This design comes from an exercise in tuning for small area and a short achievable clock period on the open sky130 flow, not from production work.
The RTL was checked by simulation tests, not by an equivalence proof against the original design.

## flow/design.v

```verilog
module ckv_unit (
    input  wire        clk,
    input  wire        rst,
    input  wire        in_valid,
    input  wire        in_sof,
    input  wire        in_eof,
    input  wire [3:0]  in_nbytes,
    input  wire [63:0] in_data,
    input  wire [1:0]  in_alg,
    input  wire [1:0]  in_mode,
    input  wire [15:0] in_tenant,
    input  wire [15:0] in_pseq,
    input  wire [63:0] in_ctx,
    input  wire [23:0] in_dest,
    input  wire [63:0] in_expect,
    output reg         res_valid,
    output reg  [63:0] res_crc,
    output reg  [63:0] res_state,
    output reg         res_match
);
    localparam [1:0] ALG_CRC32C = 2'd0;
    localparam [1:0] ALG_CRC32  = 2'd1;
    localparam [1:0] ALG_CRC16  = 2'd2;
    localparam [1:0] ALG_CRC64  = 2'd3;
    localparam [1:0] MODE_PLAIN  = 2'd0;
    localparam [1:0] MODE_PCW    = 2'd1;
    localparam [1:0] MODE_RESUME = 2'd2;
    function [31:0] crc32c_byte(input [31:0] c, input [7:0] b);
        integer k;
        reg [31:0] r;
        begin
            r = c ^ {24'd0, b};
            for (k = 0; k < 8; k = k + 1)
                r = r[0] ? ((r >> 1) ^ 32'h82F63B78) : (r >> 1);
            crc32c_byte = r;
        end
    endfunction
    function [31:0] crc32_byte(input [31:0] c, input [7:0] b);
        integer k;
        reg [31:0] r;
        begin
            r = c ^ {24'd0, b};
            for (k = 0; k < 8; k = k + 1)
                r = r[0] ? ((r >> 1) ^ 32'hEDB88320) : (r >> 1);
            crc32_byte = r;
        end
    endfunction
    function [15:0] crc16_byte(input [15:0] c, input [7:0] b);
        integer k;
        reg [15:0] r;
        begin
            r = c ^ {b, 8'd0};
            for (k = 0; k < 8; k = k + 1)
                r = r[15] ? ((r << 1) ^ 16'h8BB7) : (r << 1);
            crc16_byte = r;
        end
    endfunction
    function [63:0] crc64_byte(input [63:0] c, input [7:0] b);
        integer k;
        reg [63:0] r;
        begin
            r = c ^ {56'd0, b};
            for (k = 0; k < 8; k = k + 1)
                r = r[0] ? ((r >> 1) ^ 64'h9A6C9329AC4BC9B5) : (r >> 1);
            crc64_byte = r;
        end
    endfunction
    function [31:0] crc32c_beat(input [31:0] c, input [63:0] d, input [3:0] n);
        integer i;
        reg [31:0] r;
        begin
            r = c;
            for (i = 0; i < 8; i = i + 1)
                if (i < n) r = crc32c_byte(r, d[8*i +: 8]);
            crc32c_beat = r;
        end
    endfunction
    function [31:0] crc32_beat(input [31:0] c, input [63:0] d, input [3:0] n);
        integer i;
        reg [31:0] r;
        begin
            r = c;
            for (i = 0; i < 8; i = i + 1)
                if (i < n) r = crc32_byte(r, d[8*i +: 8]);
            crc32_beat = r;
        end
    endfunction
    function [15:0] crc16_beat(input [15:0] c, input [63:0] d, input [3:0] n);
        integer i;
        reg [15:0] r;
        begin
            r = c;
            for (i = 0; i < 8; i = i + 1)
                if (i < n) r = crc16_byte(r, d[8*i +: 8]);
            crc16_beat = r;
        end
    endfunction
    function [63:0] crc64_beat(input [63:0] c, input [63:0] d, input [3:0] n);
        integer i;
        reg [63:0] r;
        begin
            r = c;
            for (i = 0; i < 8; i = i + 1)
                if (i < n) r = crc64_byte(r, d[8*i +: 8]);
            crc64_beat = r;
        end
    endfunction
    reg [63:0] crc_q;    
    reg [1:0]  alg_q;    
    reg        pcw_q;    
    reg [1:0]  alg;
    reg        pcw;
    reg [63:0] start;
    reg [63:0] next;
    reg [63:0] width_mask;
    reg [63:0] xorout;
    reg [31:0] folded;
    reg [63:0] final_crc;
    always @(*) begin
        if (in_sof) begin
            pcw = (in_mode == MODE_PCW);
            alg = pcw ? ALG_CRC32C : in_alg;
        end else begin
            pcw = pcw_q;
            alg = alg_q;
        end
        case (alg)
            ALG_CRC16: width_mask = 64'h0000_0000_0000_FFFF;
            ALG_CRC64: width_mask = 64'hFFFF_FFFF_FFFF_FFFF;
            default:   width_mask = 64'h0000_0000_FFFF_FFFF;
        endcase
        case (alg)
            ALG_CRC16: xorout = 64'd0;
            default:   xorout = width_mask;
        endcase
        if (in_sof) begin
            if (in_mode == MODE_PCW)
                start = {32'd0, 32'hFFFF_FFFF ^ {in_tenant, in_pseq}};
            else if (in_mode == MODE_RESUME)
                start = in_ctx & width_mask;
            else
                start = xorout;   
        end else begin
            start = crc_q;
        end
        case (alg)
            ALG_CRC32C: next = {32'd0, crc32c_beat(start[31:0], in_data, in_nbytes)};
            ALG_CRC32:  next = {32'd0, crc32_beat(start[31:0], in_data, in_nbytes)};
            ALG_CRC16:  next = {48'd0, crc16_beat(start[15:0], in_data, in_nbytes)};
            default:    next = crc64_beat(start, in_data, in_nbytes);
        endcase
        folded = crc32c_beat(next[31:0], {40'd0, in_dest}, 4'd4);
        if (pcw)
            final_crc = {32'd0, folded ^ 32'hFFFF_FFFF};
        else
            final_crc = next ^ xorout;
    end
    always @(posedge clk) begin
        if (in_valid) begin
            crc_q <= next;
            if (in_sof) begin
                alg_q <= alg;
                pcw_q <= pcw;
            end
        end
    end
    always @(posedge clk) begin
        if (rst) begin
            res_valid <= 1'b0;
        end else begin
            res_valid <= in_valid && in_eof;
        end
    end
    always @(posedge clk) begin
        if (in_valid && in_eof) begin
            res_crc   <= final_crc;
            res_state <= next;
            res_match <= (final_crc == (in_expect & width_mask));
        end
    end
endmodule
```

## flow/run.sh

```bash
#!/bin/bash
# synth_recipe.tcl (not shown) runs the flow's synth.tcl, then flattens the netlist and writes it again
# the make line also repeats each setting of config.mk as NAME=value (left out here)
make -C /OpenROAD-flow-scripts/flow DESIGN_CONFIG=/design/flow/config.mk WORK_HOME=/design/flow/orfs CLKGATE_MAP_FILE= SYNTH_SCRIPT=/design/flow/synth_recipe.tcl finish
```

## flow/config.mk

```make
export PLATFORM = sky130hd
export DESIGN_NAME = ckv_unit
export DESIGN_NICKNAME = ckv_unit
export VERILOG_FILES = /design/flow/design.v
export SDC_FILE = /design/flow/constraint.sdc
export NUM_CORES = 4
export LEC_CHECK = 0
export CAP_MARGIN = 20
export CORE_MARGIN = 2
export CORE_UTILIZATION = 40
export SLEW_MARGIN = 20
```

## flow/constraint.sdc

```tcl
create_clock -name core_clock -period 30.0 [get_ports {clk}]
set_input_delay 6.0000 -clock core_clock [delete_from_list [all_inputs] [get_ports {clk}]]
set_output_delay 6.0000 -clock core_clock [all_outputs]
set_load 0.01 [all_outputs]
```

==> run summary <==
-- metal layers --
metal  vias to the layer above  global-route usage [%]
met5                         -                       0
met4                         6                    19.8
met3                       675                    4.22
met2                      3179                    56.1
met1                     28800                    46.8
li1                      26200                       -
-- layout by cell type, fill, tap and decap left out, drive strengths merged, types with 37 or more instances in the layout --
cell / synthesis / final
and2: 56 / 56
nand3: 90 / 90
o211ai: 66 / 66
inv: 75 / 82
clkdlybuf4s50: 0 / 386
o21ai: 451 / 451
nand2: 560 / 560
a211oi: 63 / 63
nor2: 762 / 762
mux2i: 213 / 213
xnor3: 393 / 393
xor2: 708 / 708
a21oi: 584 / 584
mux2: 40 / 40
xor3: 53 / 53
buf: 178 / 202
xnor2: 2029 / 2029
nor3: 86 / 86
and3: 45 / 45
edfxtp: 196 / 196
or2: 37 / 37
o2bb2ai: 37 / 37
-- cell families after synthesis --
family,share of synthesized area (%)
mux,4.35
buf+inv,3.44
xor+xnor,54.7
simple gates,12.7
compound gates,15.6
flops,9.18
-- how the worst max path moves through the flow --
stage	start	to	slack, ps	cells after the start
after floorplan	in_sof	res_match	6060	55
after global placement	in_mode[0]	res_match	920	55
after detailed placement	in_mode[0]	res_match	900	55
after CTS	in_mode[0]	res_match	1340	55
after global routing	in_mode[0]	res_match	60	56
final	in_mode[0]	res_match	1120	55
-- synthesized netlist by cell type (52+ instances only) --
library cell	instances
a211oi_1	58
a21oi_1	567
and2_1	55
buf_1	103
buf_2	52
clkbuf_1	290
edfxtp_1	196
inv_1	70
mux2i_1	193
nand2_1	556
nand3_1	90
nor2_1	753
nor3_1	82
o211ai_1	64
o21ai_0	415
xnor2_1	1944
xnor2_2	72
xnor3_1	373
xor2_1	676
-- registers in the layout (all words and copies together) (netlist names) --
signal / count
res_crc: 64
res_state: 64
pcw_q: 1
crc_q: 64
res_match: 1
res_valid: 1
alg_q: 2
-- layout make-up --
| class | instances | area (um^2) |
|---|---|---|
| fillers | 16000 | 88800 |
| multi-input cells | 6838 | 56400 |
| flip-flops and latches | 197 | 5910 |
| repair buffers | 589 | 5420 |
| well taps | 2086 | 2610 |
| clock buffers | 17 | 425 |
| inverters | 80 | 300 |
| clock inverters | 15 | 159 |
| diodes | 4 | 10.0 |
-- per-stage QoR --
| step | instances | setup slack (ps) | instance area, um^2 | hold slack, ps |
|---|---|---|---|---|
| floorplan | 7583 | 6060 | 64300 | 695 |
| global placement | 9789 | 919 | 70600 | 1060 |
| detailed placement | 9789 | 903 | 70600 | 1090 |
| CTS | 9821 | 1340 | 71200 | 1120 |
| global route | 9823 | 58.5 | 71200 | 1170 |
| finish | 9826 | 1120 | 71200 | 1140 |
-- critical path, delay by kind of cell --
family                    cells  cell delay, ps
muxes                         2             770
buffers and inverters         3            1450
AOI/OAI and AO/OA            13            4500
and+or+nand+nor               7            2320
xor gates and xnor gates     30           14060
==> impl_metrics.yaml <==
outcome:
  status: "timing/DRC/antenna clean"
drt:
  wl_met2_mm: 136
  viasPerCell: 6.00
  post_drt_wl_per_cell_um: 30.7
  met1_length_mm: 123
  top_layer: "met5"
  wl_mm: 302
  vias: 58900
  wl_met3_mm: 23.5
  drt_iter0_markers: 7692
  postRouteAntennaNets: 0
  drcViolationCount: 0
  drt-pass1-iter-count: 8
clock_network:
  tritoncts: "done"
  clock_sinks: 197
  cts_inserted_buffers: 17
  cts-root-buf: "clkbuf_16"
  postCtsSetupBuffers: 0
  clockBufferDepth: 2
  htree_levels: 4
  clk-insertion-delay-late_ps: 470
  cts_hold_buf: 0
  clk_pin_slew_ps: 80
  cts_resized: 0
floorplan:
  ioPinCount: 391
  die_area_um2: 164000
  rows: 147
  die_x_um: 405
  core-area_um2: 160000
  die_y_um: 405
  start_util_pct: 40.2
yosys:
  synth-seq-area-share_pct: 9.18
  synth-edff-count: 196
  netlist_area_um2: 64300
  synth_top_area_share_pct: 26.5
  syn_inst: 7583
  syn_area_per_cell_um2: 8.48
  synth_ff_type: "edfxtp_1"
  ys_async_sr_fraction_pct: 0
  synthTopCellsByArea: "xnor2_1, xnor3_1, xor2_1"
  yosysUniqueCellTypes: 133
  synth_top_area_cell: "xnor2_1"
  synth_nets: 7844
  ys_ff_latch: 197
  yosys_warnings: 1
cells_and_area:
  fin_nets: 7984
  drive_above_1_share_pct: 7.74
  area_growth_pct: 10.8
  fin_util_pct: 44.5
sta:
  min_period_over_period_pct: 96.3
  drv_slew: 0
  relSlewSlack_pct: 15.9
  setup_viol: 0
  hold_violations: 0
  rsz0062_at_grt: "false"
  clock_skew_ps: 14.5
  fin_setup_tns_ps: 0
  worstMarginPinSlew_ps: 1260
  fmax_ghz: 0.0346
  period_needed_ps: 28880
global_routing:
  grt_max_degree: 152
  grt_usage_pct: 35.4
  antenna_found_initial: 21
  grt_overflow: 0
  grt_pass1_wl_mm: 420
  grt_pass1_vias: 55700
min_path:
  min_to: "res_crc[21]"
  min_from: "pcw_q"
  hold_depth: 3
  hold_path_class: "register to register"
worst_setup_path:
  worstPathArrival_ps: 29180
  path_class: "input pin to register"
  crit_slowest_cell: "clkdlybuf4s50_1"
  rr_worst_depth: 54
  crit_top_cell: "xnor3_1"
  crit_path_max_fanout: 20
  max_stage_delay_ps: 930
  r2r_setup_slack_ps: 7340
  startpoint_type: "input pin"
  reg2reg_to: "res_match"
  critPathCaptureType: "register"
  required_ps: 30290
  r2r-start: "alg_q[0]"
run:
  maxCapViolations: 0
placed_design:
  portBuffers: 390
  finalWeightedCongestion: 1.03
  dp_hpwl_mm: 249

-- port drivers added, routing unchanged --
The results above use ideal ports. As a check the final layout listed here was re-extracted and re-timed, cells and wires unchanged. Step 1 assumes that a clkbuf_16 drives the clock port and a buf_2 every other input. Step 2 times the ports against the registers' clock, not the clock port: input delays grow and output delays shrink by t, the midpoint of the rising clock arrivals with the driver on. a / b / c = ideal / step 1 / step 2; a / b = the first two.
t, ns: 0.522
slack for setup (ns): 1.116 / 1.143 / 0.620
slew at the worst register clock pin (ns): 0.09 / 0.09
After both steps this run still meets setup and hold. For this run, drivers alone change the setup slack by +0.027 ns; drivers and shift together by -0.496 ns.
